This is an optimization exercise on Yosys and OpenROAD, whose aim is small area, a short achievable clock period and few clock cycles per item, not a production implementation. Only the layout flow was run in this run; the RTL was not checked for function there.

==> flow/design.v <==
module gf128_mul (
    input  wire [6:0] a,
    input  wire [6:0] b,
    output wire [6:0] p
);
    reg [12:0] prod;
    reg [12:0] red;
    integer i;
    always @* begin
        prod = 13'd0;
        for (i = 0; i < 7; i = i + 1)
            if (b[i]) prod = prod ^ ({6'd0, a} << i);
        red = prod;
        for (i = 12; i >= 7; i = i - 1)
            if (red[i]) red = red ^ (13'b0000010001001 << (i - 7));
    end
    assign p = red[6:0];
endmodule
module gf128_inv (
    input  wire [6:0] a,
    output reg  [6:0] y
);
    always @* begin
        case (a)
        7'd0: y = 7'd0;
        7'd1: y = 7'd1;
        7'd2: y = 7'd17;
        7'd3: y = 7'd24;
        7'd4: y = 7'd19;
        7'd5: y = 7'd82;
        7'd6: y = 7'd3;
        7'd7: y = 7'd122;
        7'd8: y = 7'd49;
        7'd9: y = 7'd56;
        7'd10: y = 7'd40;
        7'd11: y = 7'd33;
        7'd12: y = 7'd51;
        7'd13: y = 7'd4;
        7'd14: y = 7'd45;
        7'd15: y = 7'd71;
        7'd16: y = 7'd23;
        7'd17: y = 7'd36;
        7'd18: y = 7'd7;
        7'd19: y = 7'd88;
        7'd20: y = 7'd5;
        7'd21: y = 7'd44;
        7'd22: y = 7'd21;
        7'd23: y = 7'd96;
        7'd24: y = 7'd53;
        7'd25: y = 7'd30;
        7'd26: y = 7'd68;
        7'd27: y = 7'd100;
        7'd28: y = 7'd80;
        7'd29: y = 7'd46;
        7'd30: y = 7'd127;
        7'd31: y = 7'd103;
        7'd32: y = 7'd117;
        7'd33: y = 7'd18;
        7'd34: y = 7'd64;
        7'd35: y = 7'd115;
        7'd36: y = 7'd119;
        7'd37: y = 7'd38;
        7'd38: y = 7'd11;
        7'd39: y = 7'd47;
        7'd40: y = 7'd85;
        7'd41: y = 7'd124;
        7'd42: y = 7'd65;
        7'd43: y = 7'd2;
        7'd44: y = 7'd87;
        7'd45: y = 7'd58;
        7'd46: y = 7'd12;
        7'd47: y = 7'd110;
        7'd48: y = 7'd83;
        7'd49: y = 7'd93;
        7'd50: y = 7'd101;
        7'd51: y = 7'd86;
        7'd52: y = 7'd76;
        7'd53: y = 7'd62;
        7'd54: y = 7'd72;
        7'd55: y = 7'd66;
        7'd56: y = 7'd10;
        7'd57: y = 7'd90;
        7'd58: y = 7'd99;
        7'd59: y = 7'd79;
        7'd60: y = 7'd120;
        7'd61: y = 7'd81;
        7'd62: y = 7'd123;
        7'd63: y = 7'd31;
        7'd64: y = 7'd91;
        7'd65: y = 7'd26;
        7'd66: y = 7'd32;
        7'd67: y = 7'd28;
        7'd68: y = 7'd8;
        7'd69: y = 7'd73;
        7'd70: y = 7'd61;
        7'd71: y = 7'd111;
        7'd72: y = 7'd121;
        7'd73: y = 7'd22;
        7'd74: y = 7'd98;
        7'd75: y = 7'd14;
        7'd76: y = 7'd50;
        7'd77: y = 7'd109;
        7'd78: y = 7'd114;
        7'd79: y = 7'd54;
        7'd80: y = 7'd95;
        7'd81: y = 7'd16;
        7'd82: y = 7'd75;
        7'd83: y = 7'd70;
        7'd84: y = 7'd25;
        7'd85: y = 7'd39;
        7'd86: y = 7'd34;
        7'd87: y = 7'd106;
        7'd88: y = 7'd125;
        7'd89: y = 7'd92;
        7'd90: y = 7'd37;
        7'd91: y = 7'd113;
        7'd92: y = 7'd69;
        7'd93: y = 7'd29;
        7'd94: y = 7'd107;
        7'd95: y = 7'd52;
        7'd96: y = 7'd57;
        7'd97: y = 7'd112;
        7'd98: y = 7'd94;
        7'd99: y = 7'd43;
        7'd100: y = 7'd89;
        7'd101: y = 7'd105;
        7'd102: y = 7'd108;
        7'd103: y = 7'd78;
        7'd104: y = 7'd77;
        7'd105: y = 7'd55;
        7'd106: y = 7'd97;
        7'd107: y = 7'd59;
        7'd108: y = 7'd9;
        7'd109: y = 7'd20;
        7'd110: y = 7'd42;
        7'd111: y = 7'd102;
        7'd112: y = 7'd35;
        7'd113: y = 7'd67;
        7'd114: y = 7'd41;
        7'd115: y = 7'd6;
        7'd116: y = 7'd63;
        7'd117: y = 7'd74;
        7'd118: y = 7'd126;
        7'd119: y = 7'd84;
        7'd120: y = 7'd15;
        7'd121: y = 7'd118;
        7'd122: y = 7'd27;
        7'd123: y = 7'd104;
        7'd124: y = 7'd60;
        7'd125: y = 7'd48;
        7'd126: y = 7'd116;
        7'd127: y = 7'd13;
        default: y = 7'd0;
        endcase
    end
endmodule
module ecc80_enc (
    input  wire [63:0] d,
    output wire [13:0] r,
    output wire        pd1,
    output wire        pd2
);
    assign r[0] = d[0] ^ d[5] ^ d[6] ^ d[8] ^ d[9] ^ d[13] ^ d[14] ^ d[15] ^ d[17] ^ d[18] ^ d[19] ^ d[22] ^ d[27] ^ d[28] ^ d[29] ^ d[30] ^ d[33] ^ d[34] ^ d[37] ^ d[39] ^ d[43] ^ d[44] ^ d[45] ^ d[46] ^ d[48] ^ d[50] ^ d[51] ^ d[53] ^ d[57] ^ d[59] ^ d[61];
    assign r[1] = d[0] ^ d[1] ^ d[5] ^ d[7] ^ d[8] ^ d[10] ^ d[13] ^ d[16] ^ d[17] ^ d[20] ^ d[22] ^ d[23] ^ d[27] ^ d[31] ^ d[33] ^ d[35] ^ d[37] ^ d[38] ^ d[39] ^ d[40] ^ d[43] ^ d[47] ^ d[48] ^ d[49] ^ d[50] ^ d[52] ^ d[53] ^ d[54] ^ d[57] ^ d[58] ^ d[59] ^ d[60] ^ d[61] ^ d[62];
    assign r[2] = d[0] ^ d[1] ^ d[2] ^ d[5] ^ d[11] ^ d[13] ^ d[15] ^ d[19] ^ d[21] ^ d[22] ^ d[23] ^ d[24] ^ d[27] ^ d[29] ^ d[30] ^ d[32] ^ d[33] ^ d[36] ^ d[37] ^ d[38] ^ d[40] ^ d[41] ^ d[43] ^ d[45] ^ d[46] ^ d[49] ^ d[54] ^ d[55] ^ d[57] ^ d[58] ^ d[60] ^ d[62] ^ d[63];
    assign r[3] = d[1] ^ d[2] ^ d[3] ^ d[6] ^ d[12] ^ d[14] ^ d[16] ^ d[20] ^ d[22] ^ d[23] ^ d[24] ^ d[25] ^ d[28] ^ d[30] ^ d[31] ^ d[33] ^ d[34] ^ d[37] ^ d[38] ^ d[39] ^ d[41] ^ d[42] ^ d[44] ^ d[46] ^ d[47] ^ d[50] ^ d[55] ^ d[56] ^ d[58] ^ d[59] ^ d[61] ^ d[63];
    assign r[4] = d[0] ^ d[2] ^ d[3] ^ d[4] ^ d[5] ^ d[6] ^ d[7] ^ d[8] ^ d[9] ^ d[14] ^ d[18] ^ d[19] ^ d[21] ^ d[22] ^ d[23] ^ d[24] ^ d[25] ^ d[26] ^ d[27] ^ d[28] ^ d[30] ^ d[31] ^ d[32] ^ d[33] ^ d[35] ^ d[37] ^ d[38] ^ d[40] ^ d[42] ^ d[44] ^ d[46] ^ d[47] ^ d[50] ^ d[53] ^ d[56] ^ d[60] ^ d[61] ^ d[62];
    assign r[5] = d[0] ^ d[1] ^ d[3] ^ d[4] ^ d[7] ^ d[10] ^ d[13] ^ d[14] ^ d[17] ^ d[18] ^ d[20] ^ d[23] ^ d[24] ^ d[25] ^ d[26] ^ d[30] ^ d[31] ^ d[32] ^ d[36] ^ d[37] ^ d[38] ^ d[41] ^ d[44] ^ d[46] ^ d[47] ^ d[50] ^ d[53] ^ d[54] ^ d[59] ^ d[62] ^ d[63];
    assign r[6] = d[0] ^ d[1] ^ d[2] ^ d[4] ^ d[6] ^ d[9] ^ d[11] ^ d[13] ^ d[17] ^ d[21] ^ d[22] ^ d[24] ^ d[25] ^ d[26] ^ d[28] ^ d[29] ^ d[30] ^ d[31] ^ d[32] ^ d[34] ^ d[38] ^ d[42] ^ d[43] ^ d[44] ^ d[46] ^ d[47] ^ d[50] ^ d[53] ^ d[54] ^ d[55] ^ d[57] ^ d[59] ^ d[60] ^ d[61] ^ d[63];
    assign r[7] = d[1] ^ d[2] ^ d[3] ^ d[5] ^ d[7] ^ d[10] ^ d[12] ^ d[14] ^ d[18] ^ d[22] ^ d[23] ^ d[25] ^ d[26] ^ d[27] ^ d[29] ^ d[30] ^ d[31] ^ d[32] ^ d[33] ^ d[35] ^ d[39] ^ d[43] ^ d[44] ^ d[45] ^ d[47] ^ d[48] ^ d[51] ^ d[54] ^ d[55] ^ d[56] ^ d[58] ^ d[60] ^ d[61] ^ d[62];
    assign r[8] = d[0] ^ d[2] ^ d[3] ^ d[4] ^ d[5] ^ d[9] ^ d[11] ^ d[14] ^ d[17] ^ d[18] ^ d[22] ^ d[23] ^ d[24] ^ d[26] ^ d[29] ^ d[31] ^ d[32] ^ d[36] ^ d[37] ^ d[39] ^ d[40] ^ d[43] ^ d[49] ^ d[50] ^ d[51] ^ d[52] ^ d[53] ^ d[55] ^ d[56] ^ d[62] ^ d[63];
    assign r[9] = d[0] ^ d[1] ^ d[3] ^ d[4] ^ d[8] ^ d[9] ^ d[10] ^ d[12] ^ d[13] ^ d[14] ^ d[17] ^ d[22] ^ d[23] ^ d[24] ^ d[25] ^ d[28] ^ d[29] ^ d[32] ^ d[34] ^ d[38] ^ d[39] ^ d[40] ^ d[41] ^ d[43] ^ d[45] ^ d[46] ^ d[48] ^ d[52] ^ d[54] ^ d[56] ^ d[59] ^ d[61] ^ d[63];
    assign r[10] = d[1] ^ d[2] ^ d[4] ^ d[5] ^ d[9] ^ d[10] ^ d[11] ^ d[13] ^ d[14] ^ d[15] ^ d[18] ^ d[23] ^ d[24] ^ d[25] ^ d[26] ^ d[29] ^ d[30] ^ d[33] ^ d[35] ^ d[39] ^ d[40] ^ d[41] ^ d[42] ^ d[44] ^ d[46] ^ d[47] ^ d[49] ^ d[53] ^ d[55] ^ d[57] ^ d[60] ^ d[62];
    assign r[11] = d[2] ^ d[3] ^ d[5] ^ d[6] ^ d[10] ^ d[11] ^ d[12] ^ d[14] ^ d[15] ^ d[16] ^ d[19] ^ d[24] ^ d[25] ^ d[26] ^ d[27] ^ d[30] ^ d[31] ^ d[34] ^ d[36] ^ d[40] ^ d[41] ^ d[42] ^ d[43] ^ d[45] ^ d[47] ^ d[48] ^ d[50] ^ d[54] ^ d[56] ^ d[58] ^ d[61] ^ d[63];
    assign r[12] = d[3] ^ d[4] ^ d[6] ^ d[7] ^ d[11] ^ d[12] ^ d[13] ^ d[15] ^ d[16] ^ d[17] ^ d[20] ^ d[25] ^ d[26] ^ d[27] ^ d[28] ^ d[31] ^ d[32] ^ d[35] ^ d[37] ^ d[41] ^ d[42] ^ d[43] ^ d[44] ^ d[46] ^ d[48] ^ d[49] ^ d[51] ^ d[55] ^ d[57] ^ d[59] ^ d[62];
    assign r[13] = d[4] ^ d[5] ^ d[7] ^ d[8] ^ d[12] ^ d[13] ^ d[14] ^ d[16] ^ d[17] ^ d[18] ^ d[21] ^ d[26] ^ d[27] ^ d[28] ^ d[29] ^ d[32] ^ d[33] ^ d[36] ^ d[38] ^ d[42] ^ d[43] ^ d[44] ^ d[45] ^ d[47] ^ d[49] ^ d[50] ^ d[52] ^ d[56] ^ d[58] ^ d[60] ^ d[63];
    assign pd1 = ^d[15:0] ^ ^d[47:33];
    assign pd2 = ^d[31:16] ^ ^d[63:48] ^ d[32];
endmodule
module ecc80_dec (
    input  wire        op,              
    input  wire        volatile_frame,
    input  wire [63:0] d,
    input  wire [15:0] c,
    input  wire [13:0] r,               
    input  wire        pd1,             
    input  wire        pd2,             
    output wire [63:0] d_out,
    output wire [15:0] c_out,
    output wire [1:0]  ncorr,
    output wire        uncorr,
    output wire        marker
);
    wire [13:0] rv = r ^ c[13:0];
    wire [6:0]  s1, s3, y;
    wire [6:0]  t, u, x1, x2;
    wire        tru;
    wire [77:0] hx1, hx2;
    wire        g1x1, g1x2;
    gf128_inv u_t  (.a(s1), .y(t));
    gf128_mul u_u  (.a(s3), .b(t), .p(u));
    gf128_mul u_x1 (.a(s1), .b(y), .p(x1));
    assign x2 = x1 ^ s1;
    assign s1[0] = rv[0] ^ rv[7] ^ rv[11];
    assign s1[1] = rv[1] ^ rv[8] ^ rv[12];
    assign s1[2] = rv[2] ^ rv[9] ^ rv[13];
    assign s1[3] = rv[3] ^ rv[7] ^ rv[10] ^ rv[11];
    assign s1[4] = rv[4] ^ rv[8] ^ rv[11] ^ rv[12];
    assign s1[5] = rv[5] ^ rv[9] ^ rv[12] ^ rv[13];
    assign s1[6] = rv[6] ^ rv[10] ^ rv[13];
    assign s3[0] = rv[0] ^ rv[5] ^ rv[7] ^ rv[9] ^ rv[10];
    assign s3[1] = rv[4] ^ rv[5] ^ rv[8] ^ rv[13];
    assign s3[2] = rv[3] ^ rv[7] ^ rv[8] ^ rv[9] ^ rv[10] ^ rv[11] ^ rv[13];
    assign s3[3] = rv[1] ^ rv[5] ^ rv[6] ^ rv[7] ^ rv[8] ^ rv[9] ^ rv[11];
    assign s3[4] = rv[4] ^ rv[6] ^ rv[8] ^ rv[9] ^ rv[13];
    assign s3[5] = rv[3] ^ rv[4] ^ rv[7] ^ rv[12] ^ rv[13];
    assign s3[6] = rv[2] ^ rv[6] ^ rv[7] ^ rv[8] ^ rv[9] ^ rv[10] ^ rv[12];
    assign y[0] = 1'b0;
    assign y[1] = u[2] ^ u[3] ^ u[4] ^ u[6];
    assign y[2] = u[3] ^ u[4] ^ u[6];
    assign y[3] = u[5] ^ u[6];
    assign y[4] = u[1] ^ u[2] ^ u[4];
    assign y[5] = u[3] ^ u[5] ^ u[6];
    assign y[6] = u[3] ^ u[6];
    assign tru = u[0];
    assign hx1[0] = (x1 == 7'd1);
    assign hx2[0] = (x2 == 7'd1);
    assign hx1[1] = (x1 == 7'd2);
    assign hx2[1] = (x2 == 7'd2);
    assign hx1[2] = (x1 == 7'd4);
    assign hx2[2] = (x2 == 7'd4);
    assign hx1[3] = (x1 == 7'd8);
    assign hx2[3] = (x2 == 7'd8);
    assign hx1[4] = (x1 == 7'd16);
    assign hx2[4] = (x2 == 7'd16);
    assign hx1[5] = (x1 == 7'd32);
    assign hx2[5] = (x2 == 7'd32);
    assign hx1[6] = (x1 == 7'd64);
    assign hx2[6] = (x2 == 7'd64);
    assign hx1[7] = (x1 == 7'd9);
    assign hx2[7] = (x2 == 7'd9);
    assign hx1[8] = (x1 == 7'd18);
    assign hx2[8] = (x2 == 7'd18);
    assign hx1[9] = (x1 == 7'd36);
    assign hx2[9] = (x2 == 7'd36);
    assign hx1[10] = (x1 == 7'd72);
    assign hx2[10] = (x2 == 7'd72);
    assign hx1[11] = (x1 == 7'd25);
    assign hx2[11] = (x2 == 7'd25);
    assign hx1[12] = (x1 == 7'd50);
    assign hx2[12] = (x2 == 7'd50);
    assign hx1[13] = (x1 == 7'd100);
    assign hx2[13] = (x2 == 7'd100);
    assign hx1[14] = (x1 == 7'd65);
    assign hx2[14] = (x2 == 7'd65);
    assign hx1[15] = (x1 == 7'd11);
    assign hx2[15] = (x2 == 7'd11);
    assign hx1[16] = (x1 == 7'd22);
    assign hx2[16] = (x2 == 7'd22);
    assign hx1[17] = (x1 == 7'd44);
    assign hx2[17] = (x2 == 7'd44);
    assign hx1[18] = (x1 == 7'd88);
    assign hx2[18] = (x2 == 7'd88);
    assign hx1[19] = (x1 == 7'd57);
    assign hx2[19] = (x2 == 7'd57);
    assign hx1[20] = (x1 == 7'd114);
    assign hx2[20] = (x2 == 7'd114);
    assign hx1[21] = (x1 == 7'd109);
    assign hx2[21] = (x2 == 7'd109);
    assign hx1[22] = (x1 == 7'd83);
    assign hx2[22] = (x2 == 7'd83);
    assign hx1[23] = (x1 == 7'd47);
    assign hx2[23] = (x2 == 7'd47);
    assign hx1[24] = (x1 == 7'd94);
    assign hx2[24] = (x2 == 7'd94);
    assign hx1[25] = (x1 == 7'd53);
    assign hx2[25] = (x2 == 7'd53);
    assign hx1[26] = (x1 == 7'd106);
    assign hx2[26] = (x2 == 7'd106);
    assign hx1[27] = (x1 == 7'd93);
    assign hx2[27] = (x2 == 7'd93);
    assign hx1[28] = (x1 == 7'd51);
    assign hx2[28] = (x2 == 7'd51);
    assign hx1[29] = (x1 == 7'd102);
    assign hx2[29] = (x2 == 7'd102);
    assign hx1[30] = (x1 == 7'd69);
    assign hx2[30] = (x2 == 7'd69);
    assign hx1[31] = (x1 == 7'd3);
    assign hx2[31] = (x2 == 7'd3);
    assign hx1[32] = (x1 == 7'd6);
    assign hx2[32] = (x2 == 7'd6);
    assign hx1[33] = (x1 == 7'd12);
    assign hx2[33] = (x2 == 7'd12);
    assign hx1[34] = (x1 == 7'd24);
    assign hx2[34] = (x2 == 7'd24);
    assign hx1[35] = (x1 == 7'd48);
    assign hx2[35] = (x2 == 7'd48);
    assign hx1[36] = (x1 == 7'd96);
    assign hx2[36] = (x2 == 7'd96);
    assign hx1[37] = (x1 == 7'd73);
    assign hx2[37] = (x2 == 7'd73);
    assign hx1[38] = (x1 == 7'd27);
    assign hx2[38] = (x2 == 7'd27);
    assign hx1[39] = (x1 == 7'd54);
    assign hx2[39] = (x2 == 7'd54);
    assign hx1[40] = (x1 == 7'd108);
    assign hx2[40] = (x2 == 7'd108);
    assign hx1[41] = (x1 == 7'd81);
    assign hx2[41] = (x2 == 7'd81);
    assign hx1[42] = (x1 == 7'd43);
    assign hx2[42] = (x2 == 7'd43);
    assign hx1[43] = (x1 == 7'd86);
    assign hx2[43] = (x2 == 7'd86);
    assign hx1[44] = (x1 == 7'd37);
    assign hx2[44] = (x2 == 7'd37);
    assign hx1[45] = (x1 == 7'd74);
    assign hx2[45] = (x2 == 7'd74);
    assign hx1[46] = (x1 == 7'd29);
    assign hx2[46] = (x2 == 7'd29);
    assign hx1[47] = (x1 == 7'd58);
    assign hx2[47] = (x2 == 7'd58);
    assign hx1[48] = (x1 == 7'd116);
    assign hx2[48] = (x2 == 7'd116);
    assign hx1[49] = (x1 == 7'd97);
    assign hx2[49] = (x2 == 7'd97);
    assign hx1[50] = (x1 == 7'd75);
    assign hx2[50] = (x2 == 7'd75);
    assign hx1[51] = (x1 == 7'd31);
    assign hx2[51] = (x2 == 7'd31);
    assign hx1[52] = (x1 == 7'd62);
    assign hx2[52] = (x2 == 7'd62);
    assign hx1[53] = (x1 == 7'd124);
    assign hx2[53] = (x2 == 7'd124);
    assign hx1[54] = (x1 == 7'd113);
    assign hx2[54] = (x2 == 7'd113);
    assign hx1[55] = (x1 == 7'd107);
    assign hx2[55] = (x2 == 7'd107);
    assign hx1[56] = (x1 == 7'd95);
    assign hx2[56] = (x2 == 7'd95);
    assign hx1[57] = (x1 == 7'd55);
    assign hx2[57] = (x2 == 7'd55);
    assign hx1[58] = (x1 == 7'd110);
    assign hx2[58] = (x2 == 7'd110);
    assign hx1[59] = (x1 == 7'd85);
    assign hx2[59] = (x2 == 7'd85);
    assign hx1[60] = (x1 == 7'd35);
    assign hx2[60] = (x2 == 7'd35);
    assign hx1[61] = (x1 == 7'd70);
    assign hx2[61] = (x2 == 7'd70);
    assign hx1[62] = (x1 == 7'd5);
    assign hx2[62] = (x2 == 7'd5);
    assign hx1[63] = (x1 == 7'd10);
    assign hx2[63] = (x2 == 7'd10);
    assign hx1[64] = (x1 == 7'd20);
    assign hx2[64] = (x2 == 7'd20);
    assign hx1[65] = (x1 == 7'd40);
    assign hx2[65] = (x2 == 7'd40);
    assign hx1[66] = (x1 == 7'd80);
    assign hx2[66] = (x2 == 7'd80);
    assign hx1[67] = (x1 == 7'd41);
    assign hx2[67] = (x2 == 7'd41);
    assign hx1[68] = (x1 == 7'd82);
    assign hx2[68] = (x2 == 7'd82);
    assign hx1[69] = (x1 == 7'd45);
    assign hx2[69] = (x2 == 7'd45);
    assign hx1[70] = (x1 == 7'd90);
    assign hx2[70] = (x2 == 7'd90);
    assign hx1[71] = (x1 == 7'd61);
    assign hx2[71] = (x2 == 7'd61);
    assign hx1[72] = (x1 == 7'd122);
    assign hx2[72] = (x2 == 7'd122);
    assign hx1[73] = (x1 == 7'd125);
    assign hx2[73] = (x2 == 7'd125);
    assign hx1[74] = (x1 == 7'd115);
    assign hx2[74] = (x2 == 7'd115);
    assign hx1[75] = (x1 == 7'd111);
    assign hx2[75] = (x2 == 7'd111);
    assign hx1[76] = (x1 == 7'd87);
    assign hx2[76] = (x2 == 7'd87);
    assign hx1[77] = (x1 == 7'd39);
    assign hx2[77] = (x2 == 7'd39);
    assign g1x1 = |(hx1 & 78'h3fff80003fffc000);
    assign g1x2 = |(hx2 & 78'h3fff80003fffc000);
    wire s1z   = (s1 == 7'd0);
    wire s3z   = (s3 == 7'd0);
    wire one   = !s1z && (u == 7'd1);           
    wire hit1  = |hx1;
    wire hit2  = |hx2;
    wire gpar  = g1x1 ^ g1x2;                   
    wire p1raw = pd1 ^ c[14];
    wire p2raw = pd2 ^ ^c[13:0] ^ c[15];
    wire p1    = p1raw ^ gpar;                  
    wire p2    = p2raw ^ gpar ^ one;            
    wire ok    = s1z ? s3z :
                 one ? (hit2 && !(p1 && p2)) :
                       (tru && hit1 && hit2 && !p1 && !p2);
    wire [1:0] nbch = s1z ? 2'd0 : one ? 2'd1 : 2'd2;
    assign marker = op && volatile_frame && (d == 64'd0) && (c == 16'hC000);
    wire   en     = op && ok && !marker;
    wire [77:0] fix = (hx1 | hx2) & {78{en}};
    assign d_out        = d ^ fix[77:14];
    assign c_out[13:0]  = (op ? c[13:0] : r) ^ fix[13:0];
    assign c_out[14]    = op ? c[14] ^ (en && p1) : pd1;
    assign c_out[15]    = op ? c[15] ^ (en && p2) : pd2 ^ ^r;
    assign ncorr        = en ? nbch + {1'b0, p1} + {1'b0, p2} : 2'd0;
    assign uncorr       = op && !marker && !ok;
endmodule
module ecc80_codec (
    input  wire        clk,
    input  wire        rst,
    input  wire        in_valid,
    output wire        in_ready,
    input  wire        in_op,           
    input  wire        in_volatile,     
    input  wire [63:0] in_data,
    input  wire [15:0] in_check,        
    output reg         out_valid,
    output reg  [63:0] out_data,
    output reg  [15:0] out_check,
    output reg  [1:0]  out_ncorr,
    output reg         out_uncorr,
    output reg         out_marker
);
    assign in_ready = 1'b1;
    reg        r_valid;
    reg        r_op;
    reg        r_volatile;
    reg [63:0] r_data;
    reg [15:0] r_check;
    always @(posedge clk) begin
        if (rst) r_valid <= 1'b0;
        else     r_valid <= in_valid;
        r_op       <= in_op;
        r_volatile <= in_volatile;
        r_data     <= in_data;
        r_check    <= in_check;
    end
    wire [13:0] rem;
    wire        pd1, pd2;
    wire [63:0] res_data;
    wire [15:0] res_check;
    wire [1:0]  res_ncorr;
    wire        res_uncorr, res_marker;
    ecc80_enc u_enc (
        .d   (r_data),
        .r   (rem),
        .pd1 (pd1),
        .pd2 (pd2)
    );
    ecc80_dec u_dec (
        .op             (r_op),
        .volatile_frame (r_volatile),
        .d              (r_data),
        .c              (r_check),
        .r              (rem),
        .pd1            (pd1),
        .pd2            (pd2),
        .d_out          (res_data),
        .c_out          (res_check),
        .ncorr          (res_ncorr),
        .uncorr         (res_uncorr),
        .marker         (res_marker)
    );
    always @(posedge clk) begin
        if (rst) out_valid <= 1'b0;
        else     out_valid <= r_valid;
        out_data   <= res_data;
        out_check  <= res_check;
        out_ncorr  <= res_ncorr;
        out_uncorr <= res_uncorr;
        out_marker <= res_marker;
    end
endmodule
==> flow/run.sh <==
#!/bin/bash
# synth_recipe.tcl (not shown) runs the flow's synth.tcl, then flattens the netlist and writes it again
# the make line also repeats each setting of config.mk as NAME=value (left out here)
make -C /OpenROAD-flow-scripts/flow DESIGN_CONFIG=/design/flow/config.mk WORK_HOME=/design/flow/orfs CLKGATE_MAP_FILE= SYNTH_SCRIPT=/design/flow/synth_recipe.tcl finish
==> flow/config.mk <==
export PLATFORM = sky130hd
export DESIGN_NAME = ecc80_codec
export DESIGN_NICKNAME = ecc80_codec
export VERILOG_FILES = /design/flow/design.v
export SDC_FILE = /design/flow/constraint.sdc
export NUM_CORES = 4
export LEC_CHECK = 0
export CAP_MARGIN = 20
export CORE_MARGIN = 2
export CORE_UTILIZATION = 40
export SLEW_MARGIN = 20
==> flow/constraint.sdc <==
create_clock -name core_clock -period 32.0 [get_ports {clk}]
set_input_delay 6.4000 -clock core_clock [delete_from_list [all_inputs] [get_ports {clk}]]
set_output_delay 6.4000 -clock core_clock [all_outputs]
set_load 0.01 [all_outputs]
==> results.txt <==
## synth_stat cells, types with 9 or more instances
master      n
a22oi_1    63
a211oi_1   21
dfxtp_1   168
xnor2_2    17
nor4_1     13
nor3_1     68
nand4_1    17
inv_1      75
buf_2      46
o221ai_1    9
mux2i_1    22
xor2_1     81
ha_1       40
clkbuf_1   50
o21ai_0    36
and3_1     11
xnor3_1    77
nor2b_1     9
nand2_1    78
nand3_1    42
nor3_2      9
nor2_2     11
xnor2_1   290
a21oi_1    62
a32oi_1    20
o211ai_1   27
nor2_1    173
a21o_1     10
## sequential cells by signal (all words and copies together) (netlist names)
signal / flops
r_data: 64
out_uncorr: 1
out_marker: 1
out_valid: 1
out_check: 16
out_data: 64
r_valid: 1
out_ncorr: 2
r_op: 1
r_volatile: 1
r_check: 16
## final cells by class
class / instances / share of cell area
repair buffers: 206 / 0.106
multi-input cells: 1400 / 0.630
clock inverters: 15 / 0.00810
well taps: 518 / 0.0350
inverters: 78 / 0.0158
clock buffers: 17 / 0.0230
flip-flops and latches: 168 / 0.182
## per-stage QoR
step | hold slack (ns) | instances
floorplan | 0.414 | 1757
CTS | 0.461 | 2402
detailed placement | 0.448 | 2370
finish | 0.456 | 2402
global placement | 0.422 | 2370
global route | 0.463 | 2402
## worst max-delay path by stage
stage,startpoint,end,slack [ns],cells after the start
floorplan,r_data[2],out_data[53],20.42,43
global placement,r_data[32],out_check[13],18.36,38
detailed placement,r_data[32],out_check[13],18.19,38
CTS,r_data[32],out_check[13],18.14,38
global route,r_data[2],out_check[13],17.10,41
finish,r_data[32],out_check[13],17.68,38
## routing by layer
layer	vias up	GRT usage	wire [um]	part of all wire
met5	-	0	0	0
met4	0	0.0787	1640	0.027
met3	101	0.0457	5710	0.092
met2	824	0.445	26900	0.43
met1	7021	0.435	27700	0.45
li1	6466	-	-	-
## kinds of logic (layout without fill, tap and decap cells)
logic type	Yosys count	count (layout)
xor gates and xnor gates	488	488
and+or+nand+nor	471	471
AOI/OAI and AO/OA	370	370
buffers and inverters	189	316
DFF	168	168
adders and majority gates	41	41
muxes	29	29
other	1	1
## worst max-delay path: cells and delay by family (launching register included)
family	cells	cell delay [ns]
xor gates and xnor gates	16	6.77
muxes	2	0.53
and+or+nand+nor	2	0.52
adders and majority gates	2	0.93
buffers and inverters	6	1.44
DFF	1	0.76
AOI/OAI and AO/OA	10	3.14
==> out/metrics.cfg <==
[outcome]
status=finished clean

[worst_setup_path]
worst_ep_arrival_time_ns=14.61
cp-start-kind=flop
worstPathRequired_ns=32.29
reg2regPathDepth=38
reg2reg_to=out_check[13]
endpoint_kind=flop
r2r_start=r_data[32]
cpMostUsedCell=xnor3_1
cp_slowest_cell=xnor3_1
cp_max_fo=79
critPathKind=reg -> reg
max_stage_delay_ns=0.78
reg2reg_slack_ns=17.68

[floorplanning]
ioPinCount=171
core_um2=38800
rows=72
initial_utilization=0.408
die_h_um=203
dieArea_um2=41200
die_x_um=203

[global_route]
antenna_found_initial=0
grt.overflow.total=0
grt_start_max_net_pins=80
grt_pass1_wl_um=90400
grt_pass1_vias=13490
grt_usage=0.295

[clock_tree]
cts_buffers=17
cts_hold_buf=0
cts_max_level=4
cts_tree=done
cts_sinks=168
clock-root-buffer=clkbuf_16
clkSlewWorstSetupHoldPaths_ns=0.07
clk_latency_ns=0.45
cts_max_path_buffers=2
post-cts-setup-buffers=0
cts_resized=0

[sta]
fin_crit_ns=14.32
max_freq_mhz=69.8
fin_ws_ns=17.68
hold_violations=0
timing.final.crit_share=0.448
finalSetupViolations=0
relSlewSlack=0.226
drv_slew=0
tightestPinTransition_ns=1.16
tns_ns=0
rsz0062_at_grt=no
finalClockSkew_ns=0.0117

[synth]
synth_edf_count=0
synth-simple-area-share=0.147
muxShareOfSynthArea=0.0200
synth_xor_area_frac=0.365
yosys.area.top_type=dfxtp_1
synth.distinct_cells=99
synthTopCellsByArea=dfxtp_1, xnor2_1, xnor3_1, xor2_1, nor2_1
synth_adder_area_share=0.0329
synth-compound-area-share=0.171
synth_seq_cells=168
synth_area_per_cell_um2=9.01
synth_seq_area_share=0.212
dominantRegCellSynth=dfxtp_1
netlist_area_um2=15800
yosysWarnings=3
synthArstFlopShare=0
yosys.area.top_type_share=0.212
synth_cells=1757
synth_top_family_by_area=XOR/XNOR gates
synth_nets=1883

[routing]
drt-initial-drc-count=1961
vias=14412
drt_first_pass_iters=6
routed_via_density=6.00
ant_nets=0
routed_wl_um=62000
avgRoutedWirePerCell_um=25.8
drcViolationCount=0

[layout]
mostFrequentLayoutCells=xnor2_1, nor2_1, clkdlybuf4s50_1
finish.utilization=0.477
diodes=0
fillers=3628
drive_above_1_share=0.0849
multi_input_area_um2=11700
seqCellArea_um2=3360
fin_area_um2=18500
final_nets=1997
layout_commonest_cell=xnor2_1
area_delta_synth_final_pct=17.0

[placed_design]
place_area_um2=17900
place_congestion=1.05
dpl.hpwl_um=47300
post-place-ws_ns=18.19
port_buffers=169

[flow_run]
drv_cap=0

[worst_hold_path]
holdPathStages=1
worst_hold_path_type=reg -> reg
hold_end=out_valid
min-delay-start=r_valid

port drivers added, routing unchanged:
No port has a modelled driver above. Below, the same layout with a new extraction and two added sets of constraints. Step 1, drivers: a clkbuf_16 drives clk and a buf_2 each remaining input, both assumed. Step 2 also shifts input and output timing later by t, the mid clock arrival at the registers, as if the neighbouring blocks saw the same clock. Slacks: no drivers / after step 1 / after step 2; pairs: no drivers / after step 1.
t (ns): 0.490
setup slack, ns: 17.679 / 17.679 / 17.679
worst hold slack (ns): 0.456 / 0.456 / 0.456
After both steps setup and hold are still met in this run. For this run, drivers alone change the setup slack by 0.000 ns; drivers and shift together by 0.000 ns.
